Context: an optimization exercise on an open-source flow, tuned for small area, a short achievable clock period and few clock cycles per item. The choices shown serve that exercise and are no tape-out recipe. In this exercise RTL edits were held to simulation tests only and were not proved equivalent to the original. Power figures rest on the tool's default switching activity, not on a simulated workload.

==> flow/standard.sh <==
#!/bin/bash
# synth_recipe.tcl (not shown) runs the flow's synth.tcl, then flattens the netlist and writes it again
# the make line also repeats each setting of config.mk as NAME=value (left out here)
make -C /OpenROAD-flow-scripts/flow DESIGN_CONFIG=/design/flow/config.mk WORK_HOME=/design/flow/orfs CLKGATE_MAP_FILE= SYNTH_SCRIPT=/design/flow/synth_recipe.tcl "${@:-finish}"
==> flow/flow/run.sh <==
#!/bin/bash
set -euo pipefail
bash standard.sh SETUP_SLACK_MARGIN=14.3 \
  BUFFER_PORTS_ARGS="-buffer_cell sky130_fd_sc_hd__buf_1" \
  finish > standard_flow.log 2>&1
==> flow/config.mk <==
export PLATFORM = sky130hd
export DESIGN_NAME = deq32
export DESIGN_NICKNAME = deq32
export VERILOG_FILES = /design/flow/design.v
export SDC_FILE = /design/flow/constraint.sdc
export NUM_CORES = 4
export LEC_CHECK = 0
export ABC_AREA = 1
export CAP_MARGIN = 20
export CORE_MARGIN = 2
export CORE_UTILIZATION = 55
export SLEW_MARGIN = 20
==> flow/design.v <==
module deq32 (
  input  wire               clk,
  input  wire               rst,         
  input  wire               in_valid,
  output wire               in_ready,
  input  wire [1:0]         in_mode,     
  input  wire signed [31:0] in_p0,       
  input  wire signed [31:0] in_p1,
  input  wire signed [31:0] in_p2,
  input  wire signed [31:0] in_p3,
  input  wire signed [31:0] in_p4,
  input  wire signed [31:0] in_p5,
  input  wire signed [9:0]  in_c,        
  input  wire signed [9:0]  in_es,       
  output wire               out_valid,
  input  wire               out_ready,
  output wire [31:0]        out_f        
);
  wire m23 = in_mode[1];
  wire m3  = in_mode[1] & in_mode[0];
  wire [31:0] ra  = {~in_p0[31], in_p0[30:0]};
  wire [31:0] rb1 = {~in_p1[31], in_p1[30:0]};
  wire [31:0] rb2 = {~in_p2[31], in_p2[30:0]};
  wire [31:0] rc0 = {~in_p3[31], in_p3[30:0]};
  wire [31:0] rc1 = {~in_p4[31], in_p4[30:0]};
  wire [31:0] rc2 = {~in_p5[31], in_p5[30:0]};
  wire [47:0] t;
  wire f1 = m23 & rc0[0];
  wire f2 = m3 & rc1[0];
  wire f3 = m3 & rc2[0];
  wire f4 = m23 & rc0[1];
  wire f5 = m3 & rc1[1];
  wire f6 = m3 & rc2[1];
  wire f7 = m23 & rc0[2];
  wire f8 = m3 & rc1[2];
  wire f9 = m3 & rc2[2];
  wire f10 = m23 & rc0[3];
  wire f11 = m3 & rc1[3];
  wire f12 = m3 & rc2[3];
  wire f13 = m23 & rc0[4];
  wire f14 = m3 & rc1[4];
  wire f15 = m3 & rc2[4];
  wire f16 = m23 & rc0[5];
  wire f17 = m3 & rc1[5];
  wire f18 = m3 & rc2[5];
  wire f19 = m23 & rc0[6];
  wire f20 = m3 & rc1[6];
  wire f21 = m3 & rc2[6];
  wire f22 = m23 & rc0[7];
  wire f23 = m3 & rc1[7];
  wire f24 = m3 & rc2[7];
  wire f25 = m23 & (rb1[0] ^ rb2[0] ^ rc0[8]);
  wire f26 = m23 & ((rb1[0] & rb2[0]) | (rb1[0] & rc0[8]) | (rb2[0] & rc0[8]));
  wire f27 = m3 & rc1[8];
  wire f28 = m3 & rc2[8];
  wire f29 = m23 & (rb1[1] ^ rb2[1] ^ rc0[9]);
  wire f30 = m23 & ((rb1[1] & rb2[1]) | (rb1[1] & rc0[9]) | (rb2[1] & rc0[9]));
  wire f31 = m3 & rc1[9];
  wire f32 = m3 & rc2[9];
  wire f33 = m23 & (rb1[2] ^ rb2[2] ^ rc0[10]);
  wire f34 = m23 & ((rb1[2] & rb2[2]) | (rb1[2] & rc0[10]) | (rb2[2] & rc0[10]));
  wire f35 = m3 & rc1[10];
  wire f36 = m3 & rc2[10];
  wire f37 = m23 & (rb1[3] ^ rb2[3] ^ rc0[11]);
  wire f38 = m23 & ((rb1[3] & rb2[3]) | (rb1[3] & rc0[11]) | (rb2[3] & rc0[11]));
  wire f39 = m3 & rc1[11];
  wire f40 = m3 & rc2[11];
  wire f41 = m23 & (rb1[4] ^ rb2[4] ^ rc0[12]);
  wire f42 = m23 & ((rb1[4] & rb2[4]) | (rb1[4] & rc0[12]) | (rb2[4] & rc0[12]));
  wire f43 = m3 & rc1[12];
  wire f44 = m3 & rc2[12];
  wire f45 = m23 & (rb1[5] ^ rb2[5] ^ rc0[13]);
  wire f46 = m23 & ((rb1[5] & rb2[5]) | (rb1[5] & rc0[13]) | (rb2[5] & rc0[13]));
  wire f47 = m3 & rc1[13];
  wire f48 = m3 & rc2[13];
  wire f49 = m23 & (rb1[6] ^ rb2[6] ^ rc0[14]);
  wire f50 = m23 & ((rb1[6] & rb2[6]) | (rb1[6] & rc0[14]) | (rb2[6] & rc0[14]));
  wire f51 = m3 & rc1[14];
  wire f52 = m3 & rc2[14];
  wire f53 = m23 & (rb1[7] ^ rb2[7] ^ rc0[15]);
  wire f54 = m23 & ((rb1[7] & rb2[7]) | (rb1[7] & rc0[15]) | (rb2[7] & rc0[15]));
  wire f55 = m3 & rc1[15];
  wire f56 = m3 & rc2[15];
  wire f57 = m23 & (rb1[8] ^ rb2[8] ^ rc0[16]);
  wire f58 = m23 & ((rb1[8] & rb2[8]) | (rb1[8] & rc0[16]) | (rb2[8] & rc0[16]));
  wire f59 = m3 & rc1[16];
  wire f60 = m3 & rc2[16];
  wire f61 = m23 & (rb1[9] ^ rb2[9] ^ rc0[17]);
  wire f62 = m23 & ((rb1[9] & rb2[9]) | (rb1[9] & rc0[17]) | (rb2[9] & rc0[17]));
  wire f63 = m3 & rc1[17];
  wire f64 = m3 & rc2[17];
  wire f65 = m23 & (rb1[10] ^ rb2[10] ^ rc0[18]);
  wire f66 = m23 & ((rb1[10] & rb2[10]) | (rb1[10] & rc0[18]) | (rb2[10] & rc0[18]));
  wire f67 = m3 & rc1[18];
  wire f68 = m3 & rc2[18];
  wire f69 = m23 & (rb1[11] ^ rb2[11] ^ rc0[19]);
  wire f70 = m23 & ((rb1[11] & rb2[11]) | (rb1[11] & rc0[19]) | (rb2[11] & rc0[19]));
  wire f71 = m3 & rc1[19];
  wire f72 = m3 & rc2[19];
  wire f73 = m23 & (rb1[12] ^ rb2[12] ^ rc0[20]);
  wire f74 = m23 & ((rb1[12] & rb2[12]) | (rb1[12] & rc0[20]) | (rb2[12] & rc0[20]));
  wire f75 = m3 & rc1[20];
  wire f76 = m3 & rc2[20];
  wire f77 = m23 & (rb1[13] ^ rb2[13] ^ rc0[21]);
  wire f78 = m23 & ((rb1[13] & rb2[13]) | (rb1[13] & rc0[21]) | (rb2[13] & rc0[21]));
  wire f79 = m3 & rc1[21];
  wire f80 = m3 & rc2[21];
  wire f81 = m23 & (rb1[14] ^ rb2[14] ^ rc0[22]);
  wire f82 = m23 & ((rb1[14] & rb2[14]) | (rb1[14] & rc0[22]) | (rb2[14] & rc0[22]));
  wire f83 = m3 & rc1[22];
  wire f84 = m3 & rc2[22];
  wire f85 = m23 & (rb1[15] ^ rb2[15] ^ rc0[23]);
  wire f86 = m23 & ((rb1[15] & rb2[15]) | (rb1[15] & rc0[23]) | (rb2[15] & rc0[23]));
  wire f87 = m3 & rc1[23];
  wire f88 = m3 & rc2[23];
  wire f89 = m23 & (rb1[16] ^ rb2[16] ^ rc0[24]);
  wire f90 = m23 & ((rb1[16] & rb2[16]) | (rb1[16] & rc0[24]) | (rb2[16] & rc0[24]));
  wire f91 = m3 & rc1[24];
  wire f92 = m3 & rc2[24];
  wire f93 = m23 & (rb1[17] ^ rb2[17] ^ rc0[25]);
  wire f94 = m23 & ((rb1[17] & rb2[17]) | (rb1[17] & rc0[25]) | (rb2[17] & rc0[25]));
  wire f95 = m3 & rc1[25];
  wire f96 = m3 & rc2[25];
  wire f97 = m23 & (rb1[18] ^ rb2[18] ^ rc0[26]);
  wire f98 = m23 & ((rb1[18] & rb2[18]) | (rb1[18] & rc0[26]) | (rb2[18] & rc0[26]));
  wire f99 = m3 & rc1[26];
  wire f100 = m3 & rc2[26];
  wire f101 = m23 & (rb1[19] ^ rb2[19] ^ rc0[27]);
  wire f102 = m23 & ((rb1[19] & rb2[19]) | (rb1[19] & rc0[27]) | (rb2[19] & rc0[27]));
  wire f103 = m3 & rc1[27];
  wire f104 = m3 & rc2[27];
  wire f105 = m23 & (rb1[20] ^ rb2[20] ^ rc0[28]);
  wire f106 = m23 & ((rb1[20] & rb2[20]) | (rb1[20] & rc0[28]) | (rb2[20] & rc0[28]));
  wire f107 = m3 & rc1[28];
  wire f108 = m3 & rc2[28];
  wire f109 = m23 & (rb1[21] ^ rb2[21] ^ rc0[29]);
  wire f110 = m23 & ((rb1[21] & rb2[21]) | (rb1[21] & rc0[29]) | (rb2[21] & rc0[29]));
  wire f111 = m3 & rc1[29];
  wire f112 = m3 & rc2[29];
  wire f113 = m23 & (rb1[22] ^ rb2[22] ^ rc0[30]);
  wire f114 = m23 & ((rb1[22] & rb2[22]) | (rb1[22] & rc0[30]) | (rb2[22] & rc0[30]));
  wire f115 = m3 & rc1[30];
  wire f116 = m3 & rc2[30];
  wire f117 = m23 & (rb1[23] ^ rb2[23] ^ rc0[31]);
  wire f118 = m23 & ((rb1[23] & rb2[23]) | (rb1[23] & rc0[31]) | (rb2[23] & rc0[31]));
  wire f119 = m3 & rc1[31];
  wire f120 = m3 & rc2[31];
  wire f121 = m23 & rb1[24];
  wire f122 = m23 & rb2[24];
  wire f123 = m23 & rb1[25];
  wire f124 = m23 & rb2[25];
  wire f125 = m23 & rb1[26];
  wire f126 = m23 & rb2[26];
  wire f127 = m23 & rb1[27];
  wire f128 = m23 & rb2[27];
  wire f129 = m23 & rb1[28];
  wire f130 = m23 & rb2[28];
  wire f131 = m23 & rb1[29];
  wire f132 = m23 & rb2[29];
  wire f133 = m23 & rb1[30];
  wire f134 = m23 & rb2[30];
  wire f135 = m23 & rb1[31];
  wire f136 = m23 & rb2[31];
  wire f137 = m23;
  wire f138 = (m23 & ~m3);
  wire f139 = m23;
  wire f140 = m23;
  wire f141 = m23;
  wire f142 = m23;
  wire f143 = m23;
  wire f144 = m23;
  wire f145 = m23;
  wire f146 = m23;
  wire f147 = m23;
  wire f148 = m23;
  wire f149 = m23;
  wire f150 = m23;
  wire f151 = m23;
  wire f152 = ~m23;
  wire ds1 = f54 ^ ra[0];
  wire dc1 = f54 & ra[0];
  wire ds2 = f58 ^ ra[1] ^ f61;
  wire dc2 = (f58 & ra[1]) | (f58 & f61) | (ra[1] & f61);
  wire ds3 = f62 ^ ra[2] ^ f65;
  wire dc3 = (f62 & ra[2]) | (f62 & f65) | (ra[2] & f65);
  wire ds4 = f66 ^ ra[3] ^ f69;
  wire dc4 = (f66 & ra[3]) | (f66 & f69) | (ra[3] & f69);
  wire ds5 = f70 ^ ra[4] ^ f73;
  wire dc5 = (f70 & ra[4]) | (f70 & f73) | (ra[4] & f73);
  wire ds6 = f74 ^ ra[5] ^ f77;
  wire dc6 = (f74 & ra[5]) | (f74 & f77) | (ra[5] & f77);
  wire ds7 = f78 ^ ra[6] ^ f81;
  wire dc7 = (f78 & ra[6]) | (f78 & f81) | (ra[6] & f81);
  wire ds8 = f82 ^ ra[7] ^ f85;
  wire dc8 = (f82 & ra[7]) | (f82 & f85) | (ra[7] & f85);
  wire ds9 = f86 ^ ra[8] ^ f89;
  wire dc9 = (f86 & ra[8]) | (f86 & f89) | (ra[8] & f89);
  wire ds10 = f90 ^ ra[9] ^ f93;
  wire dc10 = (f90 & ra[9]) | (f90 & f93) | (ra[9] & f93);
  wire ds11 = f94 ^ ra[10] ^ f97;
  wire dc11 = (f94 & ra[10]) | (f94 & f97) | (ra[10] & f97);
  wire ds12 = f98 ^ ra[11] ^ f101;
  wire dc12 = (f98 & ra[11]) | (f98 & f101) | (ra[11] & f101);
  wire ds13 = f102 ^ ra[12] ^ f105;
  wire dc13 = (f102 & ra[12]) | (f102 & f105) | (ra[12] & f105);
  wire ds14 = f106 ^ ra[13] ^ f109;
  wire dc14 = (f106 & ra[13]) | (f106 & f109) | (ra[13] & f109);
  wire ds15 = f110 ^ ra[14] ^ f113;
  wire dc15 = (f110 & ra[14]) | (f110 & f113) | (ra[14] & f113);
  wire ds16 = f114 ^ ra[15] ^ f117;
  wire dc16 = (f114 & ra[15]) | (f114 & f117) | (ra[15] & f117);
  wire ds17 = f119 ^ f120;
  wire dc17 = f119 & f120;
  wire ds18 = f118 ^ ra[16] ^ f121;
  wire dc18 = (f118 & ra[16]) | (f118 & f121) | (ra[16] & f121);
  wire ds19 = f122 ^ f138;
  wire dc19 = f122 & f138;
  wire ds20 = ra[17] ^ f123 ^ f124;
  wire dc20 = (ra[17] & f123) | (ra[17] & f124) | (f123 & f124);
  wire ds21 = ra[18] ^ f125;
  wire dc21 = ra[18] & f125;
  wire ds22 = ra[19] ^ f127;
  wire dc22 = ra[19] & f127;
  wire ds23 = ra[20] ^ f129;
  wire dc23 = ra[20] & f129;
  wire ds24 = ra[21] ^ f131;
  wire dc24 = ra[21] & f131;
  wire ds25 = ra[22] ^ f133;
  wire dc25 = ra[22] & f133;
  wire ds26 = ra[23] ^ f135;
  wire dc26 = ra[23] & f135;
  wire ds27 = f26 ^ f29;
  wire dc27 = f26 & f29;
  wire ds28 = f30 ^ f33 ^ f35;
  wire dc28 = (f30 & f33) | (f30 & f35) | (f33 & f35);
  wire ds29 = f34 ^ f37 ^ f39;
  wire dc29 = (f34 & f37) | (f34 & f39) | (f37 & f39);
  wire ds30 = f38 ^ f41 ^ f43;
  wire dc30 = (f38 & f41) | (f38 & f43) | (f41 & f43);
  wire ds31 = f42 ^ f45 ^ f47;
  wire dc31 = (f42 & f45) | (f42 & f47) | (f45 & f47);
  wire ds32 = f46 ^ f49 ^ f51;
  wire dc32 = (f46 & f49) | (f46 & f51) | (f49 & f51);
  wire ds33 = f50 ^ f53 ^ f55;
  wire dc33 = (f50 & f53) | (f50 & f55) | (f53 & f55);
  wire ds34 = ds1 ^ f57 ^ f59;
  wire dc34 = (ds1 & f57) | (ds1 & f59) | (f57 & f59);
  wire ds35 = dc1 ^ ds2 ^ f63;
  wire dc35 = (dc1 & ds2) | (dc1 & f63) | (ds2 & f63);
  wire ds36 = dc2 ^ ds3 ^ f67;
  wire dc36 = (dc2 & ds3) | (dc2 & f67) | (ds3 & f67);
  wire ds37 = dc3 ^ ds4 ^ f71;
  wire dc37 = (dc3 & ds4) | (dc3 & f71) | (ds4 & f71);
  wire ds38 = dc4 ^ ds5 ^ f75;
  wire dc38 = (dc4 & ds5) | (dc4 & f75) | (ds5 & f75);
  wire ds39 = dc5 ^ ds6 ^ f79;
  wire dc39 = (dc5 & ds6) | (dc5 & f79) | (ds6 & f79);
  wire ds40 = dc6 ^ ds7 ^ f83;
  wire dc40 = (dc6 & ds7) | (dc6 & f83) | (ds7 & f83);
  wire ds41 = dc7 ^ ds8 ^ f87;
  wire dc41 = (dc7 & ds8) | (dc7 & f87) | (ds8 & f87);
  wire ds42 = dc8 ^ ds9 ^ f91;
  wire dc42 = (dc8 & ds9) | (dc8 & f91) | (ds9 & f91);
  wire ds43 = dc9 ^ ds10 ^ f95;
  wire dc43 = (dc9 & ds10) | (dc9 & f95) | (ds10 & f95);
  wire ds44 = dc10 ^ ds11 ^ f99;
  wire dc44 = (dc10 & ds11) | (dc10 & f99) | (ds11 & f99);
  wire ds45 = dc11 ^ ds12 ^ f103;
  wire dc45 = (dc11 & ds12) | (dc11 & f103) | (ds12 & f103);
  wire ds46 = dc12 ^ ds13 ^ f107;
  wire dc46 = (dc12 & ds13) | (dc12 & f107) | (ds13 & f107);
  wire ds47 = dc13 ^ ds14 ^ f111;
  wire dc47 = (dc13 & ds14) | (dc13 & f111) | (ds14 & f111);
  wire ds48 = dc14 ^ ds15 ^ f115;
  wire dc48 = (dc14 & ds15) | (dc14 & f115) | (ds15 & f115);
  wire ds49 = dc15 ^ ds16 ^ ds17;
  wire dc49 = (dc15 & ds16) | (dc15 & ds17) | (ds16 & ds17);
  wire ds50 = dc16 ^ dc17 ^ ds18;
  wire dc50 = (dc16 & dc17) | (dc16 & ds18) | (dc17 & ds18);
  wire ds51 = dc18 ^ dc19 ^ ds20;
  wire dc51 = (dc18 & dc19) | (dc18 & ds20) | (dc19 & ds20);
  wire ds52 = dc20 ^ ds21 ^ f126;
  wire dc52 = (dc20 & ds21) | (dc20 & f126) | (ds21 & f126);
  wire ds53 = dc21 ^ ds22 ^ f128;
  wire dc53 = (dc21 & ds22) | (dc21 & f128) | (ds22 & f128);
  wire ds54 = dc22 ^ ds23 ^ f130;
  wire dc54 = (dc22 & ds23) | (dc22 & f130) | (ds23 & f130);
  wire ds55 = dc23 ^ ds24 ^ f132;
  wire dc55 = (dc23 & ds24) | (dc23 & f132) | (ds24 & f132);
  wire ds56 = dc24 ^ ds25 ^ f134;
  wire dc56 = (dc24 & ds25) | (dc24 & f134) | (ds25 & f134);
  wire ds57 = dc25 ^ ds26 ^ f136;
  wire dc57 = (dc25 & ds26) | (dc25 & f136) | (ds26 & f136);
  wire ds58 = f1 ^ f2;
  wire dc58 = f1 & f2;
  wire ds59 = f4 ^ f5 ^ f6;
  wire dc59 = (f4 & f5) | (f4 & f6) | (f5 & f6);
  wire ds60 = f7 ^ f8 ^ f9;
  wire dc60 = (f7 & f8) | (f7 & f9) | (f8 & f9);
  wire ds61 = f10 ^ f11 ^ f12;
  wire dc61 = (f10 & f11) | (f10 & f12) | (f11 & f12);
  wire ds62 = f13 ^ f14 ^ f15;
  wire dc62 = (f13 & f14) | (f13 & f15) | (f14 & f15);
  wire ds63 = f16 ^ f17 ^ f18;
  wire dc63 = (f16 & f17) | (f16 & f18) | (f17 & f18);
  wire ds64 = f19 ^ f20 ^ f21;
  wire dc64 = (f19 & f20) | (f19 & f21) | (f20 & f21);
  wire ds65 = f22 ^ f23 ^ f24;
  wire dc65 = (f22 & f23) | (f22 & f24) | (f23 & f24);
  wire ds66 = f25 ^ f27 ^ f28;
  wire dc66 = (f25 & f27) | (f25 & f28) | (f27 & f28);
  wire ds67 = ds27 ^ f31 ^ f32;
  wire dc67 = (ds27 & f31) | (ds27 & f32) | (f31 & f32);
  wire ds68 = dc27 ^ ds28 ^ f36;
  wire dc68 = (dc27 & ds28) | (dc27 & f36) | (ds28 & f36);
  wire ds69 = dc28 ^ ds29 ^ f40;
  wire dc69 = (dc28 & ds29) | (dc28 & f40) | (ds29 & f40);
  wire ds70 = dc29 ^ ds30 ^ f44;
  wire dc70 = (dc29 & ds30) | (dc29 & f44) | (ds30 & f44);
  wire ds71 = dc30 ^ ds31 ^ f48;
  wire dc71 = (dc30 & ds31) | (dc30 & f48) | (ds31 & f48);
  wire ds72 = dc31 ^ ds32 ^ f52;
  wire dc72 = (dc31 & ds32) | (dc31 & f52) | (ds32 & f52);
  wire ds73 = dc32 ^ ds33 ^ f56;
  wire dc73 = (dc32 & ds33) | (dc32 & f56) | (ds33 & f56);
  wire ds74 = dc33 ^ ds34 ^ f60;
  wire dc74 = (dc33 & ds34) | (dc33 & f60) | (ds34 & f60);
  wire ds75 = dc34 ^ ds35 ^ f64;
  wire dc75 = (dc34 & ds35) | (dc34 & f64) | (ds35 & f64);
  wire ds76 = dc35 ^ ds36 ^ f68;
  wire dc76 = (dc35 & ds36) | (dc35 & f68) | (ds36 & f68);
  wire ds77 = dc36 ^ ds37 ^ f72;
  wire dc77 = (dc36 & ds37) | (dc36 & f72) | (ds37 & f72);
  wire ds78 = dc37 ^ ds38 ^ f76;
  wire dc78 = (dc37 & ds38) | (dc37 & f76) | (ds38 & f76);
  wire ds79 = dc38 ^ ds39 ^ f80;
  wire dc79 = (dc38 & ds39) | (dc38 & f80) | (ds39 & f80);
  wire ds80 = dc39 ^ ds40 ^ f84;
  wire dc80 = (dc39 & ds40) | (dc39 & f84) | (ds40 & f84);
  wire ds81 = dc40 ^ ds41 ^ f88;
  wire dc81 = (dc40 & ds41) | (dc40 & f88) | (ds41 & f88);
  wire ds82 = dc41 ^ ds42 ^ f92;
  wire dc82 = (dc41 & ds42) | (dc41 & f92) | (ds42 & f92);
  wire ds83 = dc42 ^ ds43 ^ f96;
  wire dc83 = (dc42 & ds43) | (dc42 & f96) | (ds43 & f96);
  wire ds84 = dc43 ^ ds44 ^ f100;
  wire dc84 = (dc43 & ds44) | (dc43 & f100) | (ds44 & f100);
  wire ds85 = dc44 ^ ds45 ^ f104;
  wire dc85 = (dc44 & ds45) | (dc44 & f104) | (ds45 & f104);
  wire ds86 = dc45 ^ ds46 ^ f108;
  wire dc86 = (dc45 & ds46) | (dc45 & f108) | (ds46 & f108);
  wire ds87 = dc46 ^ ds47 ^ f112;
  wire dc87 = (dc46 & ds47) | (dc46 & f112) | (ds47 & f112);
  wire ds88 = dc47 ^ ds48 ^ f116;
  wire dc88 = (dc47 & ds48) | (dc47 & f116) | (ds48 & f116);
  wire ds89 = dc48 ^ ds49 ^ f137;
  wire dc89 = (dc48 & ds49) | (dc48 & f137) | (ds49 & f137);
  wire ds90 = dc49 ^ ds50 ^ ds19;
  wire dc90 = (dc49 & ds50) | (dc49 & ds19) | (ds50 & ds19);
  wire ds91 = dc50 ^ ds51 ^ f139;
  wire dc91 = (dc50 & ds51) | (dc50 & f139) | (ds51 & f139);
  wire ds92 = dc51 ^ ds52 ^ f140;
  wire dc92 = (dc51 & ds52) | (dc51 & f140) | (ds52 & f140);
  wire ds93 = dc52 ^ ds53 ^ f141;
  wire dc93 = (dc52 & ds53) | (dc52 & f141) | (ds53 & f141);
  wire ds94 = dc53 ^ ds54 ^ f142;
  wire dc94 = (dc53 & ds54) | (dc53 & f142) | (ds54 & f142);
  wire ds95 = dc54 ^ ds55 ^ f143;
  wire dc95 = (dc54 & ds55) | (dc54 & f143) | (ds55 & f143);
  wire ds96 = dc55 ^ ds56 ^ f144;
  wire dc96 = (dc55 & ds56) | (dc55 & f144) | (ds56 & f144);
  wire ds97 = dc56 ^ ds57 ^ f145;
  wire dc97 = (dc56 & ds57) | (dc56 & f145) | (ds57 & f145);
  wire ds98 = dc57 ^ dc26 ^ ra[24];
  wire dc98 = (dc57 & dc26) | (dc57 & ra[24]) | (dc26 & ra[24]);
  wire ds99 = ra[25] ^ f146;
  wire dc99 = ra[25] & f146;
  wire ds100 = ra[26] ^ f147;
  wire dc100 = ra[26] & f147;
  wire ds101 = ra[27] ^ f148;
  wire dc101 = ra[27] & f148;
  wire ds102 = ra[28] ^ f149;
  wire dc102 = ra[28] & f149;
  wire ds103 = ra[29] ^ f150;
  wire dc103 = ra[29] & f150;
  wire ds104 = ra[30] ^ f151;
  wire dc104 = ra[30] & f151;
  wire ds105 = ra[31] ^ f152;
  wire dc105 = ra[31] & f152;
  wire [47:0] tx = {dc104, dc103, dc102, dc101, dc100, dc99, dc98, dc97, dc96, dc95, dc94, dc93, dc92, dc91, dc90, dc89, dc88, dc87, dc86, dc85, dc84, dc83, dc82, dc81, dc80, dc79, dc78, dc77, dc76, dc75, dc74, dc73, dc72, dc71, dc70, dc69, dc68, dc67, dc66, dc65, dc64, dc63, dc62, dc61, dc60, dc59, dc58, ds58};
  wire [47:0] ty = {ds105, ds104, ds103, ds102, ds101, ds100, ds99, ds98, ds97, ds96, ds95, ds94, ds93, ds92, ds91, ds90, ds89, ds88, ds87, ds86, ds85, ds84, ds83, ds82, ds81, ds80, ds79, ds78, ds77, ds76, ds75, ds74, ds73, ds72, ds71, ds70, ds69, ds68, ds67, ds66, ds65, ds64, ds63, ds62, ds61, ds60, ds59, f3};
  wire [47:0] cp_p0 = tx ^ ty;
  wire [47:0] cp_g0 = tx & ty;
  wire cp_gg1 = cp_g0[1] | (cp_p0[1] & cp_g0[0]);
  wire cp_gg2 = cp_g0[3] | (cp_p0[3] & cp_g0[2]);
  wire cp_pp2 = cp_p0[3] & cp_p0[2];
  wire cp_gg3 = cp_g0[5] | (cp_p0[5] & cp_g0[4]);
  wire cp_pp3 = cp_p0[5] & cp_p0[4];
  wire cp_gg4 = cp_g0[7] | (cp_p0[7] & cp_g0[6]);
  wire cp_pp4 = cp_p0[7] & cp_p0[6];
  wire cp_gg5 = cp_g0[9] | (cp_p0[9] & cp_g0[8]);
  wire cp_pp5 = cp_p0[9] & cp_p0[8];
  wire cp_gg6 = cp_g0[11] | (cp_p0[11] & cp_g0[10]);
  wire cp_pp6 = cp_p0[11] & cp_p0[10];
  wire cp_gg7 = cp_g0[13] | (cp_p0[13] & cp_g0[12]);
  wire cp_pp7 = cp_p0[13] & cp_p0[12];
  wire cp_gg8 = cp_g0[15] | (cp_p0[15] & cp_g0[14]);
  wire cp_pp8 = cp_p0[15] & cp_p0[14];
  wire cp_gg9 = cp_g0[17] | (cp_p0[17] & cp_g0[16]);
  wire cp_pp9 = cp_p0[17] & cp_p0[16];
  wire cp_gg10 = cp_g0[19] | (cp_p0[19] & cp_g0[18]);
  wire cp_pp10 = cp_p0[19] & cp_p0[18];
  wire cp_gg11 = cp_g0[21] | (cp_p0[21] & cp_g0[20]);
  wire cp_pp11 = cp_p0[21] & cp_p0[20];
  wire cp_gg12 = cp_g0[23] | (cp_p0[23] & cp_g0[22]);
  wire cp_pp12 = cp_p0[23] & cp_p0[22];
  wire cp_gg13 = cp_g0[25] | (cp_p0[25] & cp_g0[24]);
  wire cp_pp13 = cp_p0[25] & cp_p0[24];
  wire cp_gg14 = cp_g0[27] | (cp_p0[27] & cp_g0[26]);
  wire cp_pp14 = cp_p0[27] & cp_p0[26];
  wire cp_gg15 = cp_g0[29] | (cp_p0[29] & cp_g0[28]);
  wire cp_pp15 = cp_p0[29] & cp_p0[28];
  wire cp_gg16 = cp_g0[31] | (cp_p0[31] & cp_g0[30]);
  wire cp_pp16 = cp_p0[31] & cp_p0[30];
  wire cp_gg17 = cp_g0[33] | (cp_p0[33] & cp_g0[32]);
  wire cp_pp17 = cp_p0[33] & cp_p0[32];
  wire cp_gg18 = cp_g0[35] | (cp_p0[35] & cp_g0[34]);
  wire cp_pp18 = cp_p0[35] & cp_p0[34];
  wire cp_gg19 = cp_g0[37] | (cp_p0[37] & cp_g0[36]);
  wire cp_pp19 = cp_p0[37] & cp_p0[36];
  wire cp_gg20 = cp_g0[39] | (cp_p0[39] & cp_g0[38]);
  wire cp_pp20 = cp_p0[39] & cp_p0[38];
  wire cp_gg21 = cp_g0[41] | (cp_p0[41] & cp_g0[40]);
  wire cp_pp21 = cp_p0[41] & cp_p0[40];
  wire cp_gg22 = cp_g0[43] | (cp_p0[43] & cp_g0[42]);
  wire cp_pp22 = cp_p0[43] & cp_p0[42];
  wire cp_gg23 = cp_g0[45] | (cp_p0[45] & cp_g0[44]);
  wire cp_pp23 = cp_p0[45] & cp_p0[44];
  wire cp_gg24 = cp_g0[47] | (cp_p0[47] & cp_g0[46]);
  wire cp_pp24 = cp_p0[47] & cp_p0[46];
  wire cp_gg25 = cp_g0[2] | (cp_p0[2] & cp_gg1);
  wire cp_gg26 = cp_gg2 | (cp_pp2 & cp_gg1);
  wire cp_gg27 = cp_g0[6] | (cp_p0[6] & cp_gg3);
  wire cp_pp27 = cp_p0[6] & cp_pp3;
  wire cp_gg28 = cp_gg4 | (cp_pp4 & cp_gg3);
  wire cp_pp28 = cp_pp4 & cp_pp3;
  wire cp_gg29 = cp_g0[10] | (cp_p0[10] & cp_gg5);
  wire cp_pp29 = cp_p0[10] & cp_pp5;
  wire cp_gg30 = cp_gg6 | (cp_pp6 & cp_gg5);
  wire cp_pp30 = cp_pp6 & cp_pp5;
  wire cp_gg31 = cp_g0[14] | (cp_p0[14] & cp_gg7);
  wire cp_pp31 = cp_p0[14] & cp_pp7;
  wire cp_gg32 = cp_gg8 | (cp_pp8 & cp_gg7);
  wire cp_pp32 = cp_pp8 & cp_pp7;
  wire cp_gg33 = cp_g0[18] | (cp_p0[18] & cp_gg9);
  wire cp_pp33 = cp_p0[18] & cp_pp9;
  wire cp_gg34 = cp_gg10 | (cp_pp10 & cp_gg9);
  wire cp_pp34 = cp_pp10 & cp_pp9;
  wire cp_gg35 = cp_g0[22] | (cp_p0[22] & cp_gg11);
  wire cp_pp35 = cp_p0[22] & cp_pp11;
  wire cp_gg36 = cp_gg12 | (cp_pp12 & cp_gg11);
  wire cp_pp36 = cp_pp12 & cp_pp11;
  wire cp_gg37 = cp_g0[26] | (cp_p0[26] & cp_gg13);
  wire cp_pp37 = cp_p0[26] & cp_pp13;
  wire cp_gg38 = cp_gg14 | (cp_pp14 & cp_gg13);
  wire cp_pp38 = cp_pp14 & cp_pp13;
  wire cp_gg39 = cp_g0[30] | (cp_p0[30] & cp_gg15);
  wire cp_pp39 = cp_p0[30] & cp_pp15;
  wire cp_gg40 = cp_gg16 | (cp_pp16 & cp_gg15);
  wire cp_pp40 = cp_pp16 & cp_pp15;
  wire cp_gg41 = cp_g0[34] | (cp_p0[34] & cp_gg17);
  wire cp_pp41 = cp_p0[34] & cp_pp17;
  wire cp_gg42 = cp_gg18 | (cp_pp18 & cp_gg17);
  wire cp_pp42 = cp_pp18 & cp_pp17;
  wire cp_gg43 = cp_g0[38] | (cp_p0[38] & cp_gg19);
  wire cp_pp43 = cp_p0[38] & cp_pp19;
  wire cp_gg44 = cp_gg20 | (cp_pp20 & cp_gg19);
  wire cp_pp44 = cp_pp20 & cp_pp19;
  wire cp_gg45 = cp_g0[42] | (cp_p0[42] & cp_gg21);
  wire cp_pp45 = cp_p0[42] & cp_pp21;
  wire cp_gg46 = cp_gg22 | (cp_pp22 & cp_gg21);
  wire cp_pp46 = cp_pp22 & cp_pp21;
  wire cp_gg47 = cp_g0[46] | (cp_p0[46] & cp_gg23);
  wire cp_pp47 = cp_p0[46] & cp_pp23;
  wire cp_gg48 = cp_gg24 | (cp_pp24 & cp_gg23);
  wire cp_pp48 = cp_pp24 & cp_pp23;
  wire cp_gg49 = cp_g0[4] | (cp_p0[4] & cp_gg26);
  wire cp_gg50 = cp_gg3 | (cp_pp3 & cp_gg26);
  wire cp_gg51 = cp_gg27 | (cp_pp27 & cp_gg26);
  wire cp_gg52 = cp_gg28 | (cp_pp28 & cp_gg26);
  wire cp_gg53 = cp_g0[12] | (cp_p0[12] & cp_gg30);
  wire cp_pp53 = cp_p0[12] & cp_pp30;
  wire cp_gg54 = cp_gg7 | (cp_pp7 & cp_gg30);
  wire cp_pp54 = cp_pp7 & cp_pp30;
  wire cp_gg55 = cp_gg31 | (cp_pp31 & cp_gg30);
  wire cp_pp55 = cp_pp31 & cp_pp30;
  wire cp_gg56 = cp_gg32 | (cp_pp32 & cp_gg30);
  wire cp_pp56 = cp_pp32 & cp_pp30;
  wire cp_gg57 = cp_g0[20] | (cp_p0[20] & cp_gg34);
  wire cp_pp57 = cp_p0[20] & cp_pp34;
  wire cp_gg58 = cp_gg11 | (cp_pp11 & cp_gg34);
  wire cp_pp58 = cp_pp11 & cp_pp34;
  wire cp_gg59 = cp_gg35 | (cp_pp35 & cp_gg34);
  wire cp_pp59 = cp_pp35 & cp_pp34;
  wire cp_gg60 = cp_gg36 | (cp_pp36 & cp_gg34);
  wire cp_pp60 = cp_pp36 & cp_pp34;
  wire cp_gg61 = cp_g0[28] | (cp_p0[28] & cp_gg38);
  wire cp_pp61 = cp_p0[28] & cp_pp38;
  wire cp_gg62 = cp_gg15 | (cp_pp15 & cp_gg38);
  wire cp_pp62 = cp_pp15 & cp_pp38;
  wire cp_gg63 = cp_gg39 | (cp_pp39 & cp_gg38);
  wire cp_pp63 = cp_pp39 & cp_pp38;
  wire cp_gg64 = cp_gg40 | (cp_pp40 & cp_gg38);
  wire cp_pp64 = cp_pp40 & cp_pp38;
  wire cp_gg65 = cp_g0[36] | (cp_p0[36] & cp_gg42);
  wire cp_pp65 = cp_p0[36] & cp_pp42;
  wire cp_gg66 = cp_gg19 | (cp_pp19 & cp_gg42);
  wire cp_pp66 = cp_pp19 & cp_pp42;
  wire cp_gg67 = cp_gg43 | (cp_pp43 & cp_gg42);
  wire cp_pp67 = cp_pp43 & cp_pp42;
  wire cp_gg68 = cp_gg44 | (cp_pp44 & cp_gg42);
  wire cp_pp68 = cp_pp44 & cp_pp42;
  wire cp_gg69 = cp_g0[44] | (cp_p0[44] & cp_gg46);
  wire cp_pp69 = cp_p0[44] & cp_pp46;
  wire cp_gg70 = cp_gg23 | (cp_pp23 & cp_gg46);
  wire cp_pp70 = cp_pp23 & cp_pp46;
  wire cp_gg71 = cp_gg47 | (cp_pp47 & cp_gg46);
  wire cp_pp71 = cp_pp47 & cp_pp46;
  wire cp_gg72 = cp_gg48 | (cp_pp48 & cp_gg46);
  wire cp_pp72 = cp_pp48 & cp_pp46;
  wire cp_gg73 = cp_g0[8] | (cp_p0[8] & cp_gg52);
  wire cp_gg74 = cp_gg5 | (cp_pp5 & cp_gg52);
  wire cp_gg75 = cp_gg29 | (cp_pp29 & cp_gg52);
  wire cp_gg76 = cp_gg30 | (cp_pp30 & cp_gg52);
  wire cp_gg77 = cp_gg53 | (cp_pp53 & cp_gg52);
  wire cp_gg78 = cp_gg54 | (cp_pp54 & cp_gg52);
  wire cp_gg79 = cp_gg55 | (cp_pp55 & cp_gg52);
  wire cp_gg80 = cp_gg56 | (cp_pp56 & cp_gg52);
  wire cp_gg81 = cp_g0[24] | (cp_p0[24] & cp_gg60);
  wire cp_pp81 = cp_p0[24] & cp_pp60;
  wire cp_gg82 = cp_gg13 | (cp_pp13 & cp_gg60);
  wire cp_pp82 = cp_pp13 & cp_pp60;
  wire cp_gg83 = cp_gg37 | (cp_pp37 & cp_gg60);
  wire cp_pp83 = cp_pp37 & cp_pp60;
  wire cp_gg84 = cp_gg38 | (cp_pp38 & cp_gg60);
  wire cp_pp84 = cp_pp38 & cp_pp60;
  wire cp_gg85 = cp_gg61 | (cp_pp61 & cp_gg60);
  wire cp_pp85 = cp_pp61 & cp_pp60;
  wire cp_gg86 = cp_gg62 | (cp_pp62 & cp_gg60);
  wire cp_pp86 = cp_pp62 & cp_pp60;
  wire cp_gg87 = cp_gg63 | (cp_pp63 & cp_gg60);
  wire cp_pp87 = cp_pp63 & cp_pp60;
  wire cp_gg88 = cp_gg64 | (cp_pp64 & cp_gg60);
  wire cp_pp88 = cp_pp64 & cp_pp60;
  wire cp_gg89 = cp_g0[40] | (cp_p0[40] & cp_gg68);
  wire cp_pp89 = cp_p0[40] & cp_pp68;
  wire cp_gg90 = cp_gg21 | (cp_pp21 & cp_gg68);
  wire cp_pp90 = cp_pp21 & cp_pp68;
  wire cp_gg91 = cp_gg45 | (cp_pp45 & cp_gg68);
  wire cp_pp91 = cp_pp45 & cp_pp68;
  wire cp_gg92 = cp_gg46 | (cp_pp46 & cp_gg68);
  wire cp_pp92 = cp_pp46 & cp_pp68;
  wire cp_gg93 = cp_gg69 | (cp_pp69 & cp_gg68);
  wire cp_pp93 = cp_pp69 & cp_pp68;
  wire cp_gg94 = cp_gg70 | (cp_pp70 & cp_gg68);
  wire cp_pp94 = cp_pp70 & cp_pp68;
  wire cp_gg95 = cp_gg71 | (cp_pp71 & cp_gg68);
  wire cp_pp95 = cp_pp71 & cp_pp68;
  wire cp_gg96 = cp_gg72 | (cp_pp72 & cp_gg68);
  wire cp_pp96 = cp_pp72 & cp_pp68;
  wire cp_gg97 = cp_g0[16] | (cp_p0[16] & cp_gg80);
  wire cp_gg98 = cp_gg9 | (cp_pp9 & cp_gg80);
  wire cp_gg99 = cp_gg33 | (cp_pp33 & cp_gg80);
  wire cp_gg100 = cp_gg34 | (cp_pp34 & cp_gg80);
  wire cp_gg101 = cp_gg57 | (cp_pp57 & cp_gg80);
  wire cp_gg102 = cp_gg58 | (cp_pp58 & cp_gg80);
  wire cp_gg103 = cp_gg59 | (cp_pp59 & cp_gg80);
  wire cp_gg104 = cp_gg60 | (cp_pp60 & cp_gg80);
  wire cp_gg105 = cp_gg81 | (cp_pp81 & cp_gg80);
  wire cp_gg106 = cp_gg82 | (cp_pp82 & cp_gg80);
  wire cp_gg107 = cp_gg83 | (cp_pp83 & cp_gg80);
  wire cp_gg108 = cp_gg84 | (cp_pp84 & cp_gg80);
  wire cp_gg109 = cp_gg85 | (cp_pp85 & cp_gg80);
  wire cp_gg110 = cp_gg86 | (cp_pp86 & cp_gg80);
  wire cp_gg111 = cp_gg87 | (cp_pp87 & cp_gg80);
  wire cp_gg112 = cp_gg88 | (cp_pp88 & cp_gg80);
  wire cp_gg113 = cp_g0[32] | (cp_p0[32] & cp_gg112);
  wire cp_gg114 = cp_gg17 | (cp_pp17 & cp_gg112);
  wire cp_gg115 = cp_gg41 | (cp_pp41 & cp_gg112);
  wire cp_gg116 = cp_gg42 | (cp_pp42 & cp_gg112);
  wire cp_gg117 = cp_gg65 | (cp_pp65 & cp_gg112);
  wire cp_gg118 = cp_gg66 | (cp_pp66 & cp_gg112);
  wire cp_gg119 = cp_gg67 | (cp_pp67 & cp_gg112);
  wire cp_gg120 = cp_gg68 | (cp_pp68 & cp_gg112);
  wire cp_gg121 = cp_gg89 | (cp_pp89 & cp_gg112);
  wire cp_gg122 = cp_gg90 | (cp_pp90 & cp_gg112);
  wire cp_gg123 = cp_gg91 | (cp_pp91 & cp_gg112);
  wire cp_gg124 = cp_gg92 | (cp_pp92 & cp_gg112);
  wire cp_gg125 = cp_gg93 | (cp_pp93 & cp_gg112);
  wire cp_gg126 = cp_gg94 | (cp_pp94 & cp_gg112);
  wire cp_gg127 = cp_gg95 | (cp_pp95 & cp_gg112);
  wire cp_gg128 = cp_gg96 | (cp_pp96 & cp_gg112);
  wire [47:0] cp_c = {cp_gg127, cp_gg126, cp_gg125, cp_gg124, cp_gg123, cp_gg122, cp_gg121, cp_gg120, cp_gg119, cp_gg118, cp_gg117, cp_gg116, cp_gg115, cp_gg114, cp_gg113, cp_gg112, cp_gg111, cp_gg110, cp_gg109, cp_gg108, cp_gg107, cp_gg106, cp_gg105, cp_gg104, cp_gg103, cp_gg102, cp_gg101, cp_gg100, cp_gg99, cp_gg98, cp_gg97, cp_gg80, cp_gg79, cp_gg78, cp_gg77, cp_gg76, cp_gg75, cp_gg74, cp_gg73, cp_gg52, cp_gg51, cp_gg50, cp_gg49, cp_gg26, cp_gg25, cp_gg1, cp_g0[0], 1'b0};
  assign t = cp_p0 ^ cp_c;
  wire signed [11:0] kr = $signed({{2{in_c[9]}}, in_c}) + $signed({{2{in_es[9]}}, in_es})
                        + (m3 ? 12'sd132 : m23 ? 12'sd116 : 12'sd100);
  wire [8:0] kb = (kr < -12'sd72) ? -9'sd72 : (kr > 12'sd255) ? 9'd255 : kr[8:0];
  reg         v1_q, valid_q;
  reg  [47:0] t_q;
  reg  [8:0]  kb_q;
  reg  [31:0] f_q;
  wire [31:0] f;
  wire en   = out_ready | ~valid_q;
  wire en_t = en | ~v1_q;
  assign in_ready  = out_ready;
  assign out_valid = valid_q;
  assign out_f     = f_q;
  always @(posedge clk) begin
    if (rst) begin
      v1_q    <= 1'b0;
      valid_q <= 1'b0;
    end else if (en) begin
      v1_q    <= in_valid & out_ready;
      valid_q <= v1_q;
    end
  end
  always @(posedge clk) begin
    if (en_t) begin
      t_q  <= t;
      kb_q <= kb;
    end
    if (en & v1_q)
      f_q  <= f;
  end
  wire        sign = t_q[47];
  wire [46:0] v    = t_q[46:0] ^ {47{sign}};
  wire              deep = $signed(kb_q) < -9'sd47;
  wire [8:0]  nk1 = ~kb_q;
  wire        snt = ~nk1[8] & (nk1[7:6] == 2'd0);
  reg  [46:0] one;
  integer i;
  always @(*)
    for (i = 0; i < 47; i = i + 1)
      one[i] = snt & (nk1[5:0] == i);
  wire [46:0] vm = v | one;
  wire [63:0] l0 = {17'd0, vm};
  wire [31:0] a1, v1; wire [15:0] v2; wire [31:0] a2; wire [7:0] v3; wire [23:0] a3;
  wire [3:0] v4; wire [15:0] a4; wire [1:0] v5; wire [9:0] a5;
  genvar g;
  generate
    for (g = 0; g < 32; g = g + 1) begin : lz1
      assign v1[g] = l0[2*g+1] | l0[2*g];
      assign a1[g] = l0[2*g+1];
    end
    for (g = 0; g < 16; g = g + 1) begin : lz2
      assign v2[g] = v1[2*g+1] | v1[2*g];
      assign a2[2*g+1:2*g] = v1[2*g+1] ? {1'b1, a1[2*g+1]} : {1'b0, a1[2*g]};
    end
    for (g = 0; g < 8; g = g + 1) begin : lz3
      assign v3[g] = v2[2*g+1] | v2[2*g];
      assign a3[3*g+2:3*g] = v2[2*g+1] ? {1'b1, a2[4*g+3:4*g+2]} : {1'b0, a2[4*g+1:4*g]};
    end
    for (g = 0; g < 4; g = g + 1) begin : lz4
      assign v4[g] = v3[2*g+1] | v3[2*g];
      assign a4[4*g+3:4*g] = v3[2*g+1] ? {1'b1, a3[6*g+5:6*g+3]} : {1'b0, a3[6*g+2:6*g]};
    end
    for (g = 0; g < 2; g = g + 1) begin : lz5
      assign v5[g] = v4[2*g+1] | v4[2*g];
      assign a5[5*g+4:5*g] = v4[2*g+1] ? {1'b1, a4[8*g+7:8*g+4]} : {1'b0, a4[8*g+3:8*g]};
    end
  endgenerate
  wire [5:0] q = v5[1] ? {1'b1, a5[9:5]} : {1'b0, a5[4:0]};
  reg  [5:0]  tz;
  always @(*) begin
    tz = 6'd47;
    for (i = 46; i >= 0; i = i - 1)
      if (t_q[i]) tz = i[5:0];
  end
  wire        zero = (tz == 6'd47);
  wire [6:0]  sh = deep ? ~kb_q[6:0] : {1'b0, q};
  wire [95:0] s6 = {25'd0, v, {24{sign}}};
  wire [87:0] s5 = sh[6] ? s6[95:64] : s6[87:0];
  wire [55:0] s4 = sh[5] ? s5[87:32] : s5[55:0];
  wire [39:0] s3 = sh[4] ? s4[55:16] : s4[39:0];
  wire [31:0] s2 = sh[3] ? s3[39:8]  : s3[31:0];
  wire [27:0] s1 = sh[2] ? s2[31:4]  : s2[27:0];
  wire [25:0] s0 = sh[1] ? s1[27:2]  : s1[25:0];
  wire [24:0] win = sh[0] ? s0[25:1] : s0[24:0];
  wire [23:0] kv  = win[24:1];
  wire        gv  = win[0];
  wire        st  = ({1'b0, tz} + 7'd25) <= sh;
  wire        inc = sign ? (gv | (~st & kv[0])) : (gv & (st | kv[0]));
  wire [24:0] mant = {1'b0, kv} + {24'd0, inc};
  wire signed [10:0] ebase = $signed({5'd0, sh}) + $signed({{2{kb_q[8]}}, kb_q});
  wire signed [10:0] fexp  = ebase + 11'sd1 + $signed({9'd0, mant[24:23]});
  wire        ovf = ~zero & (fexp >= 11'sd255);
  assign f = ovf ? {sign, 8'hFF, 23'd0}
                 : {sign, zero ? 8'd0 : fexp[7:0], mant[22:0]};
endmodule
==> flow/constraint.sdc <==
create_clock -name core_clock -period 24.0 [get_ports {clk}]
set_input_delay 4.8000 -clock core_clock [delete_from_list [all_inputs] [get_ports {clk}]]
set_output_delay 4.8000 -clock core_clock [all_outputs]
set_load 0.01 [all_outputs]
==> results.yml, run 1 <==
yosys:
  postSynthAreaPerCell_um2: 7.317
  synthArstFlopShare_pct: 0
  ys_warn_count: 1
  ys_seq_area_share_pct: 18.09
  synth-edff-count: 89
  synth-adder-area-share_pct: 25.07
  synth_xor_area_share_pct: 6.677
  synth_cell_types: 75
  synth.area.mux_share_pct: 0.3338
  synth_top_family_by_area: "adder cells"
  syn-num-nets: 2493
  synth_compound_area_share_pct: 15.08
  ys_seq_elements: 91
  synthCells: 2049
  ys.flop_type: "edfxtp_1"
  synth.cell_area_um2: 14990
  synthSimpleGateAreaFrac_pct: 21.00
route:
  wirelength_um: 38730
  initialDrtViolationCount: 836
  drtPass1Iterations: 5
  wl_per_cell_um: 14.76
  antenna_left: 0
  dr_total_vias: 13720
  drc: 0
  drt-vias-per-instance: 5.230
worst_setup_path:
  critical_path.top_delay_family: "buffers and inverters"
  cp_num_buf_inv: 2
  worst_ep_required_time_ns: 19.20
  start_kind: "input port"
  crit_chain: "buf_6 -> buf_6"
  critPathMaxFanout: 2
  cpMostUsedCell: "buf_6"
  worstRegToRegCells: 44
  r2r_slack_ns: 14.81
  startpoint: "out_ready"
  crit_slowest_cell: "buf_6"
  worstSetupPathType: "input port to output pin"
  cpPeakStageDelay_ns: 0.11
  r2r-start: "t_q[47]"
  worstPathArrival_ns: 5.00
  endpoint: "in_ready"
  rr_endpoint: "f_q[0]"
  cp_num_cells: 2
  critPathCaptureType: "output pin"
finish:
  syn2layout_area_growth_pct: 12.83
  final_nets: 2722
  drive_gt1_share_pct: 8.892
  fin_area_um2: 16920
  diodes: 0
pwr:
  p_int_uw: 929.8
  clkPwrFrac_pct: 6.7
  sequentialPowerShare_pct: 15.4
  p_total_mw: 2.116
  combPwrFrac_pct: 77.9
  p_leak_nw: 8.277
  p_sw_mw: 1.187
  power_density_nw_per_um2: 125.1
  ir_drop_uv: 62.34
  p_sw_share_pct: 56.06
clock_tree:
  cts_buffer_depth: 2
  h-tree-depth: 3
  cts.hold.buffers_added: 0
  clkLatencyLatePin_ns: 0.37
  numCtsBuffers: 9
  clk_pin_slew_ns: 0.07
  tritoncts: "built"
  clockRootBuffer: "clkbuf_16"
  clkSinkCount: 91
timing:
  slew_headroom_pct: 41.92
  finalCritPeriodShare_pct: 40.85
  fin_ws_ns: 14.20
  fin_setup_tns_ns: 0
  report.final.slew_viol_count: 0
  hold_viol: 0
  finalSetupViolCount: 0
  timing.fmax_mhz: 102.0
  finClkSkew_ns: 0.01416
  rsz0062_at_grt: "true"
  period_minus_slack_ns: 9.804
  tightest_slew_ns: 0.8680
grt:
  track_usage_pct: 26.77
  grt_max_degree: 59
  grt_pass1_wl_um: 61380
  grt_overflow: 0
  first_global_vias: 13020
  grt_antenna_before_repair: 0
placed_design:
  routabilityCongestion: 0.9200
  place_hpwl_um: 31340
  io_buffers: 251
  postPlaceCellArea_um2: 16050
  pre_cts_ws_ns: 12.81
floorplan:
  die_x_um: 169.1
  die_y_um: 169.1
  ios: 252
  start_util_pct: 55.78
  dieArea_um2: 28590
  rows: 60
  core_um2: 26880
job:
  maxCapViolations: 0
min_path:
  min_path_type: "flip-flop to flip-flop"
status:
  status: "complete, no violations"
-- per-layer routing --
layer,wire length [µm],track usage (%)
met5,0,0
met4,924,7.544
met3,1767,2.315
met2,19230,49.06
met1,16820,33.78
-- final cells by class --
cell class / count / area (µm²)
Inverter: 439 / 1658
Timing Repair Buffer: 283 / 1291
Tap cell: 341 / 426.7
Fill cell: 2556 / 9961
Sequential cell: 91 / 2713
Clock buffer: 12 / 256.5
Clock inverter: 4 / 33.78
Multi-Input combinational cell: 1454 / 10540
-- worst register-to-register path, delay by kind of cell, from the launching register on --
kind | cells | cell delay [ns]
buffers and inverters | 6 | 1.33
AOI/OAI and AO/OA | 15 | 3.02
DFF | 1 | 0.38
and+or+nand+nor | 18 | 2.55
xor gates and xnor gates | 1 | 0.60
adders and majority gates | 4 | 1.09
-- how the worst min path moves through the flow --
stage / start / endpoint / depth (start not counted)
after floorplan: v1_q / valid_q / 2
after global placement: v1_q / valid_q / 2
after detailed placement: v1_q / valid_q / 2
after CTS: valid_q / valid_q / 2
after global routing: v1_q / valid_q / 2
final: valid_q / valid_q / 2
-- registers in the layout (all words and copies together) (netlist names) --
register / count
t_q: 48
kb_q: 9
f_q: 32
v1_q: 1
valid_q: 1
-- per-stage QoR --
stage	cells	hold slack (ns)	utilization, %
5_1_grt	2624	0.5546	62.94
3_3_place_gp	2586	0.4942	59.73
2_1_floorplan	2049	0.4451	-
6_report	2624	0.5244	62.94
4_1_cts	2607	0.5334	61.44
3_5_place_dp	2586	0.5228	59.73
-- repair_timing --
action	CTS	global route
buffers inserted	4	15
pin swaps	3	33
endpoints found under the setup margin	26	50
cloned	1	2
resized for setup	27	64
-- synth_stat cells (4+ instances only) --
library cell | number | area (µm²)
a211oi_1 | 7 | 52.55
a21boi_0 | 4 | 30.03
a21boi_1 | 4 | 30.03
a21oi_1 | 86 | 430.4
a31oi_1 | 13 | 81.33
buf_2 | 29 | 145.1
buf_4 | 5 | 37.54
buf_6 | 9 | 101.4
clkbuf_1 | 17 | 63.81
edfxtp_1 | 89 | 2673
fa_1 | 124 | 2482
ha_1 | 102 | 1276
inv_1 | 417 | 1565
inv_2 | 18 | 67.56
mux2i_1 | 5 | 50.05
nand2_1 | 444 | 1667
nand2_2 | 6 | 37.54
nand3_1 | 58 | 290.3
nand3_2 | 5 | 50.05
nand4_1 | 5 | 31.28
nor2_1 | 160 | 600.6
nor2_2 | 8 | 50.05
nor2_4 | 5 | 56.30
nor3_1 | 13 | 65.06
nor4_1 | 11 | 68.82
o211ai_1 | 15 | 112.6
o21ai_0 | 112 | 560.5
o21ai_1 | 84 | 420.4
o21ai_2 | 10 | 87.58
o21bai_1 | 9 | 67.56
o221ai_1 | 4 | 35.03
or2_2 | 5 | 31.28
xnor2_1 | 48 | 420.4
xnor2_2 | 7 | 113.9
xor2_1 | 47 | 411.6
-- kinds of logic (layout without fill, tap and decap cells) --
family	Yosys count	after routing
flip-flops	91	91
AND/OR/NAND/NOR	738	738
AO/OA/AOI/OAI	379	380
buffers and inverters	505	738
adder cells (fa/ha/maj)	226	226
XOR/XNOR	104	104
multiplexers	5	5
other	1	1
-- power groups by stage --
stage | sequential, mW | clock [mW] | combinational (mW)
global placement | 0.326 | 0 | 1.51
detailed placement | 0.329 | 0 | 1.54
global route | 0.333 | 0.149 | 1.85
floorplan | 0.320 | 0 | 1.21
finish | 0.325 | 0.143 | 1.65
CTS | 0.326 | 0.144 | 1.55
-- cell usage in the layout, fill, tap and decap left out, types with 6 or more instances in the layout --
master / instances
clkbuf_16: 10
xnor2_1: 46
ha_1: 99
nor2_1: 152
nor2_2: 15
nand3_1: 54
buf_4: 25
edfxtp_1: 89
a21oi_2: 12
inv_1: 416
o21ai_1: 82
o21ai_2: 14
o211ai_1: 15
xor2_1: 47
nor2_4: 6
o21ai_0: 109
buf_1: 247
nor4_1: 11
inv_2: 19
xnor2_2: 9
a21oi_1: 72
nor3_1: 12
nand2_2: 13
fa_1: 123
nand2_1: 435
nand3_2: 8
a31oi_1: 11
Testbench counts, summed over its fixed seeds: cycles 16,016, items 16,000.
==> run 2: changes to the inputs <==
--- a/flow/design.v
+++ b/flow/design.v
@@ -679,7 +679,8 @@
   wire        zero = (tz == 6'd47);
   wire [6:0]  sh = deep ? ~kb_q[6:0] : {1'b0, q};
   wire [95:0] s6 = {25'd0, v, {24{sign}}};
-  wire [87:0] s5 = sh[6] ? s6[95:64] : s6[87:0];
+  wire [87:0] s5 = {s6[87:32], {25{~sh[6]}} & s6[31:7],
+                    sh[6] ? s6[70:64] : s6[6:0]};
   wire [55:0] s4 = sh[5] ? s5[87:32] : s5[55:0];
   wire [39:0] s3 = sh[4] ? s4[55:16] : s4[39:0];
   wire [31:0] s2 = sh[3] ? s3[39:8]  : s3[31:0];
==> flow/flow/run.sh (replaced) <==
#!/bin/bash
set -euo pipefail
bash standard.sh SETUP_SLACK_MARGIN=14 \
  BUFFER_PORTS_ARGS="-buffer_cell sky130_fd_sc_hd__buf_1" \
  finish > standard_flow.log 2>&1
==> run 2 against run 1 <==
Compared with the run above:
- via count decreased by 1.3%
- fmax decreased by 0.72%
- clock-buffer cell count decreased by 3
- first-iteration DRC count increased by 23%
- sequential cell count unchanged
- clock skew about the same
- still clean on timing, DRC and antenna
- largest cell class unchanged
- final cell count decreased by 2.7%
==> results.yml, run 2 <==
yosys:
  postSynthAreaPerCell_um2: 7.433
  ys.flop_type: "edfxtp_1"
  synth_area_leaders: "edfxtp_1 (18%), fa_1 (17%), nand2_1 (11%)"
  synthCells: 1981
  synthArstFlopShare_pct: 0
  synth-edff-count: 89
  synth.cell_area_um2: 14730
  synth_cell_types: 69
  yosysTopAreaCell: "edfxtp_1"
  ys_seq_elements: 91
  ys_seq_area_share_pct: 18.42
  ys_warn_count: 1
  synth_most_common_cell: "nand2_1"
  netlist.area_leader.share_pct: 18.15
  synth_common_cells: "nand2_1 (417), inv_1 (411), nor2_1 (134)"
  syn-num-nets: 2425
grt:
  grt_overflow: 0
  track_usage_pct: 27.51
  grt_pass1_wl_um: 62040
  first_global_vias: 12830
  grt_antenna_before_repair: 0
  grt_max_degree: 60
min_path:
  whs_path_depth: 2
  hold_end: "valid_q"
  min-delay-start: "v1_q"
  min_path_type: "flip-flop to flip-flop"
clock_tree:
  h-tree-depth: 3
  numCtsBuffers: 9
  cts_buffer_depth: 2
  clockRootBuffer: "clkbuf_16"
  clkLatencyLatePin_ns: 0.37
  clk_pin_slew_ns: 0.08
  cts.hold.buffers_added: 0
  tritoncts: "built"
  clkSinkCount: 91
pwr:
  ir_drop_uv: 60.86
  power_density_nw_per_um2: 126.8
  p_leak_nw: 8.131
floorplan:
  start_util_pct: 56.19
  die_y_um: 167.6
  dieArea_um2: 28100
  die_x_um: 167.6
  rows: 59
  ios: 252
  core_um2: 26210
finish:
  top_register: "t_q"
  final_nets: 2657
  nFillCells: 2403
  largest_reg_flops: 48
  layout.cells.most_common: "nand2_1"
  final_cells: 2553
  diodes: 0
  syn2layout_area_growth_pct: 11.56
  fin_area_um2: 16430
  final-seq-area_um2: 2713
  drive_gt1_share_pct: 8.070
  most-common-layout-cells: "nand2_1 (414), inv_1 (410), buf_1 (250)"
  multi_input_area_um2: 10190
  final_util_pct: 62.68
  reg_top3: "t_q x48, f_q x32, kb_q x9"
worst_setup_path:
  worstSetupPathType: "input port to output pin"
  crit_slowest_cell: "buf_1"
  r2r_slack_ns: 14.70
  crit_chain: "buf_1 -> buf_1"
  cpPeakStageDelay_ns: 0.17
  critPathCaptureType: "output pin"
  critPathMaxFanout: 3
  cpMostUsedCell: "buf_1"
  rr_endpoint: "f_q[13]"
  worst_ep_required_time_ns: 19.20
  cp_num_buf_inv: 2
  worstPathArrival_ns: 5.07
  worstRegToRegCells: 51
  start_kind: "input port"
  critical_path.top_delay_family: "buffers and inverters"
  r2r-start: "kb_q[2]"
route:
  drtPass1Iterations: 8
  wl_per_cell_um: 15.50
  wirelength_um: 39560
  initialDrtViolationCount: 1032
  drt-vias-per-instance: 5.304
  dr_total_vias: 13540
  drc: 0
  antenna_left: 0
status:
  status: "complete, no violations"
job:
  maxCapViolations: 0
timing:
  timing.fmax_mhz: 101.3
  tightest_slew_ns: 1.041
  finClkSkew_ns: 0.01402
  hold_viol: 0
  slew_headroom_pct: 30.58
  fin_setup_tns_ns: 0
  report.final.slew_viol_count: 0
  rsz0062_at_grt: "false"
  period_minus_slack_ns: 9.874
  finalCritPeriodShare_pct: 41.14
  finalSetupViolCount: 0
placed_design:
  postPlaceCellArea_um2: 15790
  place_hpwl_um: 31830
  dpl.cell_count: 2514
  io_buffers: 251
  routabilityCongestion: 0.9484
[run 2: cell count changes after synthesis, sizes merged, moves of 9 or more]
cell,previous run,this run
buf,49,35
a21oi,86,100
nor2,173,155
nand3,63,54
o21ai,206,182
nand2,453,426
[run 2: logic make-up after synthesis]
| group | Yosys count | synth area share (%) |
|---|---|---|
| fa+ha+maj | 226 | 25.52 |
| flops | 91 | 18.42 |
| mux | 9 | 0.6118 |
| simple gates | 683 | 19.94 |
| buf+inv | 496 | 13.60 |
| other cells | 1 | 0.02547 |
| compound gates | 370 | 14.74 |
| xor+xnor | 105 | 7.137 |
[run 2: cell type report]
| type | count | share of cell area, % |
|---|---|---|
| timing repair buffer | 275 | 7.023 |
| sequential | 91 | 16.51 |
| clock buffer | 9 | 1.371 |
| tap | 335 | 2.552 |
| inverter | 437 | 10.05 |
| clock inverter | 7 | 0.4494 |
| multi-input combinational | 1399 | 62.05 |
[run 2: repair_timing]
| item | in CTS | in global routing |
|---|---|---|
| gates cloned | 0 | 5 |
| pin swaps | 2 | 13 |
| resized for setup | 9 | 32 |
| setup buffers | 1 | 17 |
| setup endpoints to repair | 26 | 49 |
[run 2: worst max path at each step]
stage	depth (start not counted)	to	slack [ns]	startpoint
after floorplan	34	t_q[45]	14.27	in_mode[1]
after global placement	30	t_q[45]	13.29	in_mode[1]
after detailed placement	30	t_q[45]	13.09	in_mode[1]
after CTS	34	t_q[45]	13.98	in_mode[1]
after global routing	86	f_q[11]	13.91	t_q[44]
final	2	in_ready	14.13	out_ready
[run 2: metal layers]
metal | global-route usage (%) | share of wire, % | vias to the layer above
met3 | 2.647 | 5.6 | 78
met2 | 49.95 | 50 | 476
li1 | - | - | 6723
met5 | 0 | 0 | -
met1 | 34.88 | 42 | 6264
met4 | 7.977 | 3.1 | 0
[run 2: metrics by stage]
step | hold WS, ns | setup WS [ns] | power (mW)
2_1_floorplan | 0.4451 | 14.27 | 1.510
3_3_place_gp | 0.4897 | 13.29 | 1.829
3_5_place_dp | 0.5130 | 13.09 | 1.851
4_1_cts | 0.5176 | 13.98 | 2.007
5_1_grt | 0.5340 | 13.91 | 2.301
6_report | 0.5109 | 14.13 | 2.083
[run 2: report_power, final]
group | switching, mW | internal [mW] | total [mW]
logic | 1.04 | 0.551 | 1.60
clock network | 0.0676 | 0.0814 | 0.149
registers | 0.0585 | 0.280 | 0.338
Testbench counts of run 2, summed over its fixed seeds: cycles 16,016, items 16,000.
==> run 3: changes to the inputs <==
==> flow/flow/run.sh (replaced) <==
#!/bin/bash
set -euo pipefail
bash standard.sh SETUP_SLACK_MARGIN=14.2 \
  BUFFER_PORTS_ARGS="-buffer_cell sky130_fd_sc_hd__buf_1" \
  finish > standard_flow.log 2>&1
--- a/flow/config.mk
+++ b/flow/config.mk
@@ -8,5 +8,5 @@
 export ABC_AREA = 1
 export CAP_MARGIN = 20
 export CORE_MARGIN = 2
-export CORE_UTILIZATION = 55
+export CORE_UTILIZATION = 65
 export SLEW_MARGIN = 20
==> run 3 against run 2 <==
Compared with the run above:
- final cell count shrank 1.9%
- power increased by 2.7%
- non-clock buffer count grew 1
- synthesized area did not move
- critical path type unchanged
- largest power group unchanged
==> results.yml, run 3 <==
yosys:
  yosysTopAreaCell: "edfxtp_1"
  synth_cell_types: 69
  synthCells: 1981
  ys_seq_elements: 91
  postSynthAreaPerCell_um2: 7.433
  ys_seq_area_share_pct: 18.42
  synth-edff-count: 89
  netlist.area_leader.share_pct: 18.15
  synthArstFlopShare_pct: 0
  ys_warn_count: 1
  synth.cell_area_um2: 14730
  ys.flop_type: "edfxtp_1"
  syn-num-nets: 2425
  synth_area_leaders: "edfxtp_1 (18%), fa_1 (17%), nand2_1 (11%)"
  synth_common_cells: "nand2_1 (417), inv_1 (411), nor2_1 (134)"
  synth_most_common_cell: "nand2_1"
finish:
  final_cells: 2505
  drive_gt1_share_pct: 8.743
  nFillCells: 1621
  reg_top3: "t_q x48, f_q x32, kb_q x9"
  syn2layout_area_growth_pct: 12.23
  final_util_pct: 73.66
  fin_area_um2: 16530
  top_register: "t_q"
  largest_reg_flops: 48
  most-common-layout-cells: "nand2_1 (410), inv_1 (410), buf_1 (248)"
  final_nets: 2658
clock_tree:
  cts_buffer_depth: 2
  clk_pin_slew_ns: 0.07
  clkSinkCount: 91
  numCtsBuffers: 9
  clockRootBuffer: "clkbuf_16"
  clkLatencyLatePin_ns: 0.36
  tritoncts: "built"
  cts.hold.buffers_added: 0
  h-tree-depth: 3
grt:
  grt_pass1_wl_um: 65900
  grt_antenna_before_repair: 1
  grt_overflow: 0
  grt_max_degree: 59
  track_usage_pct: 34.87
  first_global_vias: 13830
floorplan:
  die_x_um: 154.5
  core_um2: 22430
  rows: 55
  start_util_pct: 65.64
  dieArea_um2: 23870
  ios: 252
  die_y_um: 154.5
worst_setup_path:
  critPathMaxFanout: 2
  cp_num_buf_inv: 2
  cp_num_cells: 2
  worstRegToRegCells: 48
  worst_ep_required_time_ns: 19.20
  critPathCaptureType: "output pin"
  cpPeakStageDelay_ns: 0.11
  worstSetupPathType: "input port to output pin"
  crit_chain: "buf_8 -> buf_6"
  critical_path.top_delay_family: "buffers and inverters"
  start_kind: "input port"
  worstPathArrival_ns: 5.00
  crit_slowest_cell: "buf_6"
route:
  wl_per_cell_um: 17.15
  dr_total_vias: 14030
  antenna_left: 0
  initialDrtViolationCount: 1132
  drc: 0
  wirelength_um: 42970
  drt-vias-per-instance: 5.600
  drtPass1Iterations: 5
placed_design:
  postPlaceCellArea_um2: 15730
  pre_cts_ws_ns: 12.78
  place_hpwl_um: 33880
  io_buffers: 251
  routabilityCongestion: 0.9866
  dpl.cell_count: 2464
timing:
  fin_ws_ns: 14.20
  timing.fmax_mhz: 102.0
  tightest_slew_ns: 0.8875
  finalSetupViolCount: 0
  hold_viol: 0
  slew_headroom_pct: 40.29
  finalCritPeriodShare_pct: 40.85
  fin_setup_tns_ns: 0
  period_minus_slack_ns: 9.804
  hold_ws_ns: 0.5209
  finClkSkew_ns: 0.01047
  rsz0062_at_grt: "true"
  report.final.slew_viol_count: 0
min_path:
  whs_path_depth: 2
  min_path_type: "flip-flop to flip-flop"
pwr:
  p_total_mw: 2.139
  ir_drop_uv: 90.51
  p_leak_nw: 8.200
  power_density_nw_per_um2: 129.4
status:
  status: "complete, no violations"
job:
  maxCapViolations: 0
==> run 3: cell counts after synthesis <==
Identical to the previous run, type by type.
==> run 3: per-layer routing <==
layer | vias up | global-route usage (%) | wire (µm) | part of all wire, %
met2 | 661 | 65.28 | 21990 | 51
met4 | 0 | 14.55 | 1970 | 4.6
li1 | 6724 | - | - | -
met1 | 6535 | 40.52 | 16300 | 38
met5 | - | 0 | 0 | 0
met3 | 109 | 3.755 | 2705 | 6.3
==> run 3: timing repair <==
| item | 4_1_cts | 5_1_grt |
|---|---|---|
| setup buffers | 2 | 16 |
| pin swaps | 6 | 25 |
| endpoints found under the setup margin | 54 | 50 |
| gates resized for setup | 24 | 40 |
| gates cloned | 3 | 3 |
==> run 3: worst paths after layout <==
check	start	slack [ns]	endpoint
hold / removal	v1_q	0.52	valid_q
hold reg to reg	v1_q	0.52	valid_q
setup reg to reg	t_q[47]	14.62	f_q[4]
setup / recovery	out_ready	14.20	in_ready
==> run 3: cell families (layout without fill, tap and decap cells) <==
logic type | count (synthesis) | in the layout | synth area share (%)
muxes | 9 | 9 | 0.6118
adders and majority gates | 226 | 226 | 25.52
and+or+nand+nor | 683 | 686 | 19.94
xor gates and xnor gates | 105 | 105 | 7.137
AOI/OAI and AO/OA | 370 | 372 | 14.74
buffers and inverters | 496 | 729 | 13.60
DFF | 91 | 91 | 18.42
other | 1 | 2 | 0.02547
==> run 3: final cells by class <==
cell class	count	area (µm²)	area share [%]
multi-input combinational	1399	10270	62.12
timing repair buffer	276	1215	7.352
sequential	91	2713	16.41
clock buffer	12	246.5	1.492
tap	285	356.6	2.158
inverter	437	1650	9.986
antenna	1	2.502	0.01514
clock inverter	4	76.32	0.4618
==> run 3: power breakdown <==
group,switching [mW],internal (mW)
Combinational,1.08,0.565
Sequential,0.0549,0.280
Clock,0.0663,0.0945
==> run 3: worst reg2reg max path, delay by kind of cell (launching register included) <==
kind	cells	cell delay, ns
adders and majority gates	4	1.21
and+or+nand+nor	23	3.36
AOI/OAI and AO/OA	12	2.11
buffers and inverters	6	1.27
DFF	1	0.58
xor gates and xnor gates	3	0.62

Re-timed with assumed drivers on the ports (clkbuf_16 on the clock, buf_2 on other inputs), run 3 has 14.155 ns of setup slack against 14.196 ns with ideal ports, and 13.955 ns once port delays also move by the mid clock arrival of 0.404 ns.
